Context: an optimization exercise on an open-source flow, tuned for small area, a short achievable clock period and few clock cycles per item. The choices shown serve that exercise and are no tape-out recipe. At most, simulation tests tie the RTL to the original design; equivalence was not proved. No activity file was given, so power comes from the tool's default toggle rates.

## str_rebuild
module str_rebuild (
  input         clk,
  input         rst,
  input         in_valid,
  output        in_ready,
  input  [31:0] in_data,
  input  [31:0] in_mask,
  output        out_valid,
  input         out_ready,
  output [1:0]  out_n,
  output [4:0]  out_role_a,
  output [31:0] out_data_a,
  output [4:0]  out_role_b,
  output [31:0] out_data_b
);
  function [7:0] gf_mul(input [7:0] a, input [7:0] b);
    integer i;
    reg [7:0] p, t;
    begin
      p = 8'h00;
      t = a;
      for (i = 0; i < 8; i = i + 1) begin
        if (b[i]) p = p ^ t;
        t = {t[6:0], 1'b0} ^ (t[7] ? 8'h1D : 8'h00);
      end
      gf_mul = p;
    end
  endfunction
  function [7:0] gf_div2(input [7:0] a);
    gf_div2 = {1'b0, a[7:1]} ^ (a[0] ? 8'h8E : 8'h00);
  endfunction
  function [7:0] ainv(input [4:0] k);
    reg [31:0] t0, t1, t2, t3, t4, t5, t6, t7;
    begin
      t0 = 32'h09FE178D;
      t1 = 32'h84FF0BC6;
      t2 = 32'h4B81926E;
      t3 = 32'h2C3EDEBA;
      t4 = 32'h9FE178D0;
      t5 = 32'h4FF0BC68;
      t6 = 32'h27F85E34;
      t7 = 32'h13FC2F1A;
      ainv = {t7[k], t6[k], t5[k], t4[k], t3[k], t2[k], t1[k], t0[k]};
    end
  endfunction
  function [7:0] wtab(input [4:0] k);
    reg [31:0] t0, t1, t2, t3, t4, t5, t6, t7;
    begin
      t0 = 32'h1FD6E992;
      t1 = 32'h5F9D8454;
      t2 = 32'h524738EE;
      t3 = 32'hBE228668;
      t4 = 32'hD4D20CDA;
      t5 = 32'h0C7D2F36;
      t6 = 32'hD0BB6CF2;
      t7 = 32'h3EF2F72E;
      wtab = {t7[k], t6[k], t5[k], t4[k], t3[k], t2[k], t1[k], t0[k]};
    end
  endfunction
  reg        rdy_r;
  reg [4:0]  role;
  reg [31:2] mask_r;
  reg        e0;           
  reg        er_r;
  reg [1:0]  ecnt;
  reg [4:0]  px, py;
  reg [31:0] ps, h;
  reg  first, last;        
  wire accept = in_valid && rdy_r;
  wire drop0  = (role == 5'd1) && e0;
  wire [4:0] role_n = accept ? role + 5'd1 : role;
  wire [31:0] mm = {mask_r, 2'b00};
  ...
Size: ~1700 cells after synthesis, about 13000 sq um of cells after synthesis.
==> module str_rebuild, before the edit <==
module str_rebuild (
  input         clk,
  input         rst,
  input         in_valid,
  output        in_ready,
  input  [31:0] in_data,
  input  [31:0] in_mask,
  output        out_valid,
  input         out_ready,
  output [1:0]  out_n,
  output [4:0]  out_role_a,
  output [31:0] out_data_a,
  output [4:0]  out_role_b,
  output [31:0] out_data_b
);
  function [7:0] gf_mul(input [7:0] a, input [7:0] b);
    integer i;
    reg [7:0] p, t;
    begin
      p = 8'h00;
      t = a;
      for (i = 0; i < 8; i = i + 1) begin
        if (b[i]) p = p ^ t;
        t = {t[6:0], 1'b0} ^ (t[7] ? 8'h1D : 8'h00);
      end
      gf_mul = p;
    end
  endfunction
  function [7:0] gf_div2(input [7:0] a);
    gf_div2 = {1'b0, a[7:1]} ^ (a[0] ? 8'h8E : 8'h00);
  endfunction
  function [7:0] ainv(input [4:0] k);
    reg [31:0] t0, t1, t2, t3, t4, t5, t6, t7;
    begin
      t0 = 32'h09FE178D;
      t1 = 32'h84FF0BC6;
      t2 = 32'h4B81926E;
      t3 = 32'h2C3EDEBA;
      t4 = 32'h9FE178D0;
      t5 = 32'h4FF0BC68;
      t6 = 32'h27F85E34;
      t7 = 32'h13FC2F1A;
      ainv = {t7[k], t6[k], t5[k], t4[k], t3[k], t2[k], t1[k], t0[k]};
    end
  endfunction
  function [7:0] wtab(input [4:0] k);
    reg [31:0] t0, t1, t2, t3, t4, t5, t6, t7;
    begin
      t0 = 32'h1FD6E992;
      t1 = 32'h5F9D8454;
      t2 = 32'h524738EE;
      t3 = 32'hBE228668;
      t4 = 32'hD4D20CDA;
      t5 = 32'h0C7D2F36;
      t6 = 32'hD0BB6CF2;
      t7 = 32'h3EF2F72E;
      wtab = {t7[k], t6[k], t5[k], t4[k], t3[k], t2[k], t1[k], t0[k]};
    end
  endfunction
  reg        rdy_r;
  reg [4:0]  role;
  reg [31:2] mask_r;
  reg        e0;           
  reg        er_r;
  reg [1:0]  ecnt;
  reg [4:0]  px, py;
  reg [31:0] ps, h;
  reg  first, last;        
  wire accept = in_valid && rdy_r;
  wire drop0  = (role == 5'd1) && e0;
  wire [4:0] role_n = accept ? role + 5'd1 : role;
  wire [31:0] mm = {mask_r, 2'b00};
  always @(posedge clk) begin
    if (first) begin
      mask_r <= in_mask[31:2];
      e0     <= in_mask[0];
      er_r   <= in_mask[1];
    end else if (accept) begin
      er_r   <= mm[role + 5'd1];
    end
  end
  reg [1:0] ecnt_t;
  reg [4:0] px_t, py_t;
  always @(*) begin
    ecnt_t = ecnt;
    px_t   = px;
    py_t   = py;
    if (er_r) begin
      if (ecnt == 2'd0) px_t = role;
      if (ecnt == 2'd1) py_t = role;
      if (ecnt != 2'd3) ecnt_t = ecnt + 2'd1;
    end
  end
  always @(posedge clk) begin
    if (accept) begin
      if (first) begin
        ecnt <= {1'b0, in_mask[0]};
        px   <= 5'd0;
        py   <= 5'd0;
      end else begin
        ecnt <= ecnt_t;
        px   <= px_t;
        py   <= py_t;
      end
    end
  end
  wire        clr    = accept && (first || drop0);
  wire        keep = accept && (first || !er_r);
  wire [31:0] dg   = in_data & {32{keep}};
  wire [31:0] hm = h & {32{!(first || drop0)}};
  integer b;
  always @(posedge clk) begin
    ps <= (ps & {32{!clr}}) ^ dg;
    if (accept && role < 5'd30)
      for (b = 0; b < 4; b = b + 1)
        h[8*b +: 8] <= gf_div2(hm[8*b +: 8]) ^ dg[8*b +: 8];
  end
  reg [31:0] qs;
  always @(*)
    for (b = 0; b < 4; b = b + 1)
      qs[8*b +: 8] = gf_mul(h[8*b +: 8], 8'h30) ^ (er_r ? 8'h00 : in_data[8*b +: 8]);
  reg        busy, ov;
  reg [2:0]  sub;          
  reg [1:0]  lane;
  reg [1:0]  on_r;
  reg [4:0]  ora, orb;
  reg [31:0] ra, rb;
  wire lden = last && rdy_r;
  wire load = accept && last;
  wire two   = (on_r == 2'd2);
  wire c_pq  = two && (ora == 5'd30);
  wire c_xq  = two && (orb == 5'd31) && !c_pq;
  wire c_xp  = two && (orb == 5'd30);
  wire c_xy  = two && (orb < 5'd30);
  wire c_q   = (on_r == 2'd1) && (ora == 5'd31);
  wire c_one = (on_r == 2'd1) && !c_q;
  wire [2:0] sub_n = (sub == 3'd4 || sub == 3'd3) ? 3'd0 : sub + 3'd1;
  wire [4:0] tidx = (sub_n == 3'd0) ? (c_xy ? orb : ora) : ~ora;
  wire [7:0] tinv = ainv(tidx);
  reg  [7:0] coef_n, coef;
  always @(*) begin
    case (sub_n)
      3'd0:    coef_n = (c_xy || c_xp || c_xq) ? tinv : 8'h01;
      3'd1:    coef_n = c_xy ? wtab(orb - ora) : (c_xq ? tinv : 8'h01);
      default: coef_n = c_xq ? 8'hC0 : 8'h01;
    endcase
  end
  wire [7:0] a0    = ra[7:0];
  wire [7:0] b0    = rb[7:0];
  wire [7:0] mo    = gf_mul(b0, coef);
  wire       s1    = c_xy || c_xq;
  wire       sva   = c_xy || c_xp || c_q;    
  wire       svb   = c_xy || c_xp;           
  wire       keepa = two || c_one;           
  wire       keepb = two;                    
  wire [7:0] va    = sva ? b0 : (a0 & {8{keepa}});
  wire [7:0] vb    = svb ? (a0 ^ b0) : (b0 & {8{keepb}});
  wire [1:0] ecnt_l = ecnt_t;
  wire       many   = (ecnt_l == 2'd3);
  always @(posedge clk) begin
    coef <= coef_n;
  end
  always @(posedge clk) begin
    if (lden) begin
      ra   <= ps;
      rb   <= qs;
      on_r <= ecnt_l;
      ora  <= many ? 5'd0 : px_t;
      orb  <= many ? 5'd0 : py_t;
    end else if (busy) begin
      if (sub == 3'd3) begin
        ra <= {va, ra[31:8]};
        rb <= {vb, rb[31:8]};
      end else if (sub != 3'd4) begin
        rb[7:0] <= mo ^ (a0 & {8{s1 && sub == 3'd0}});
      end
    end
  end
  wire done   = busy && (lane == 2'd3) && (sub == 3'd3);
  wire ov_n   = done || (ov && !out_ready);
  wire busy_n = load || (busy && !done);
  always @(posedge clk) begin
    if (rst) begin
      role  <= 5'd0;
      first <= 1'b1;
      last  <= 1'b0;
      busy  <= 1'b0;
      ov    <= 1'b0;
      rdy_r <= 1'b1;
    end else begin
      role  <= role_n;
      first <= (role_n == 5'd0);
      last  <= (role_n == 5'd31);
      busy  <= busy_n;
      ov    <= ov_n;
      rdy_r <= !((role_n == 5'd31) && (busy_n || ov_n));
    end
    if (load) begin
      sub  <= 3'd4;
      lane <= 2'd0;
    end else if (busy) begin
      sub  <= sub_n;
      if (sub == 3'd3) lane <= lane + 2'd1;
    end
  end
  assign in_ready   = rdy_r;
  assign out_valid  = ov;
  assign out_n      = on_r;
  assign out_role_a = ora;
  assign out_data_a = ra;
  assign out_role_b = orb;
  assign out_data_b = rb;
endmodule
Settings: LEC_CHECK=0, ABC_AREA=1, CAP_MARGIN=20, CORE_MARGIN=2, CORE_UTILIZATION=60, CTS_CLUSTER_DIAMETER=60, CTS_CLUSTER_SIZE=30, PLACE_DENSITY=0.75, SETUP_SLACK_MARGIN=5, SLEW_MARGIN=20; clock period 8.0 ns.
standard.sh (not shown) runs the stock make flow with config.mk's settings and CLKGATE_MAP_FILE= SYNTH_SCRIPT=/design/flow/synth_recipe.tcl, a recipe that flattens the netlist after the stock synthesis.
==> flow/flow/run.sh <==
#!/bin/bash
# Standard ORFS layout (the standard.sh) with three changes: the port
# buffers are buf_2 cells instead of the smallest buffer-like cell, the clock
# tree is built without sink clustering (two clkbuf_16 levels), and
# repair_timing aims at a 5.25 ns setup margin (a 2.75 ns period).
set -euo pipefail
export BUFFER_PORTS_ARGS="-buffer_cell sky130_fd_sc_hd__buf_2"
export CTS_ARGS="-repair_clock_nets"
bash standard.sh SETUP_SLACK_MARGIN=5.25 finish > standard.log 2>&1
Then changed:
--- a/flow/design.v
+++ b/flow/design.v
@@ -124,8 +124,9 @@
   reg [1:0]  lane;
   reg [1:0]  on_r;
   reg [4:0]  ora, orb;
   reg [31:0] ra, rb;
+  reg [7:0]  mo_r;
   wire lden = last && rdy_r;
   wire load = accept && last;
   wire two   = (on_r == 2'd2);
   wire c_pq  = two && (ora == 5'd30);
@@ -133,33 +134,37 @@
   wire c_xp  = two && (orb == 5'd30);
   wire c_xy  = two && (orb < 5'd30);
   wire c_q   = (on_r == 2'd1) && (ora == 5'd31);
   wire c_one = (on_r == 2'd1) && !c_q;
-  wire [2:0] sub_n = (sub == 3'd4 || sub == 3'd3) ? 3'd0 : sub + 3'd1;
-  wire [4:0] tidx = (sub_n == 3'd0) ? (c_xy ? orb : ora) : ~ora;
-  wire [7:0] tinv = ainv(tidx);
-  reg  [7:0] coef_n, coef;
+  wire [2:0] sub_n = (sub == 3'd6 || sub == 3'd5) ? 3'd0 : sub + 3'd1;
+  wire       sel_k2 = (sub == 3'd2 || sub == 3'd3);
+  wire       sel_lo = (sub == 3'd0 || sub == 3'd3);
+  wire [4:0] tidx   = sel_k2 ? ~ora : (c_xy ? orb : ora);
+  wire [7:0] tinv   = ainv(tidx);
+  reg  [7:0] coef_n;
+  reg  [3:0] nib;
   always @(*) begin
-    case (sub_n)
-      3'd0:    coef_n = (c_xy || c_xp || c_xq) ? tinv : 8'h01;
-      3'd1:    coef_n = c_xy ? wtab(orb - ora) : (c_xq ? tinv : 8'h01);
-      default: coef_n = c_xq ? 8'hC0 : 8'h01;
-    endcase
+    if (sel_k2)
+      coef_n = c_xy ? wtab(orb - ora) : (c_xq ? tinv : 8'h01);
+    else
+      coef_n = (c_xy || c_xp || c_xq) ? tinv : 8'h01;
   end
   wire [7:0] a0    = ra[7:0];
   wire [7:0] b0    = rb[7:0];
-  wire [7:0] mo    = gf_mul(b0, coef);
+  wire       lo    = (sub == 3'd1 || sub == 3'd4);
+  wire [7:0] m     = c_xq ? gf_mul(mo_r, 8'hC0) : mo_r;
   wire       s1    = c_xy || c_xq;
   wire       sva   = c_xy || c_xp || c_q;    
   wire       svb   = c_xy || c_xp;           
   wire       keepa = two || c_one;           
   wire       keepb = two;                    
-  wire [7:0] va    = sva ? b0 : (a0 & {8{keepa}});
-  wire [7:0] vb    = svb ? (a0 ^ b0) : (b0 & {8{keepb}});
+  wire [7:0] va    = sva ? m : (a0 & {8{keepa}});
+  wire [7:0] vb    = svb ? (a0 ^ m) : (m & {8{keepb}});
   wire [1:0] ecnt_l = ecnt_t;
   wire       many   = (ecnt_l == 2'd3);
   always @(posedge clk) begin
-    coef <= coef_n;
+    mo_r <= gf_mul(mo_r & {8{lo}}, 8'h10) ^ gf_mul(b0, {4'd0, nib});
+    nib  <= sel_lo ? coef_n[3:0] : coef_n[7:4];
   end
   always @(posedge clk) begin
     if (lden) begin
       ra   <= ps;
@@ -167,17 +172,17 @@
       on_r <= ecnt_l;
       ora  <= many ? 5'd0 : px_t;
       orb  <= many ? 5'd0 : py_t;
     end else if (busy) begin
-      if (sub == 3'd3) begin
+      if (sub == 3'd5) begin
         ra <= {va, ra[31:8]};
         rb <= {vb, rb[31:8]};
-      end else if (sub != 3'd4) begin
-        rb[7:0] <= mo ^ (a0 & {8{s1 && sub == 3'd0}});
+      end else if (sub == 3'd2) begin
+        rb[7:0] <= mo_r ^ (a0 & {8{s1}});
       end
     end
   end
-  wire done   = busy && (lane == 2'd3) && (sub == 3'd3);
+  wire done   = busy && (lane == 2'd3) && (sub == 3'd5);
   wire ov_n   = done || (ov && !out_ready);
   wire busy_n = load || (busy && !done);
   always @(posedge clk) begin
     if (rst) begin
@@ -195,13 +200,13 @@
       ov    <= ov_n;
       rdy_r <= !((role_n == 5'd31) && (busy_n || ov_n));
     end
     if (load) begin
-      sub  <= 3'd4;
+      sub  <= 3'd6;
       lane <= 2'd0;
     end else if (busy) begin
       sub  <= sub_n;
-      if (sub == 3'd3) lane <= lane + 2'd1;
+      if (sub == 3'd5) lane <= lane + 2'd1;
     end
   end
   assign in_ready   = rdy_r;
   assign out_valid  = ov;
Outcome: Setup slack stays flat; via count went down by a little under a tenth; combinational power went up by a quarter to a third; global-route usage fell by 1.0 points; die area came out lower by a few percent; power rose by about a fifth; cell area fell by a few percent; synthesized cell count is lower by a little under a tenth; clock power increases by a little under a tenth; clock-buffer cell count fell by 1; critical path depth stays the same; synthesized area shrinks by a few percent; maximum frequency stays flat.
Testbench counts after the change, summed over its fixed seeds: cycles 61,648, columns 1,920.
No functional check of the RTL was part of the first run of this note.

==> re-timing with driven ports <==
Ports are ideal in the flow. The routed layouts listed here were re-timed in OpenROAD.
Step 1 sets driving cells, clkbuf_16 on the clock port and buf_2 on the other inputs (assumed; they add their load-dependent delay and slew).
Step 2 times the ports against the registers' clock, not the clock port: input delays grow and output delays shrink by t, the midpoint of the rising clock arrivals with the driver on.
a / b / c = ideal / step 1 / step 2; a / b = the first two.
run	t (ns)	setup slack, ns	cell pins on the clock port's net
the first run	0.477	5.242 / 5.195 / 5.069	1
the second run	0.488	5.241 / 5.191 / 4.983	1
After both steps setup and hold are still met in every run listed. The setup slack of the second run, which loses most, moves by -0.050 ns with the drivers and by -0.258 ns with both steps.
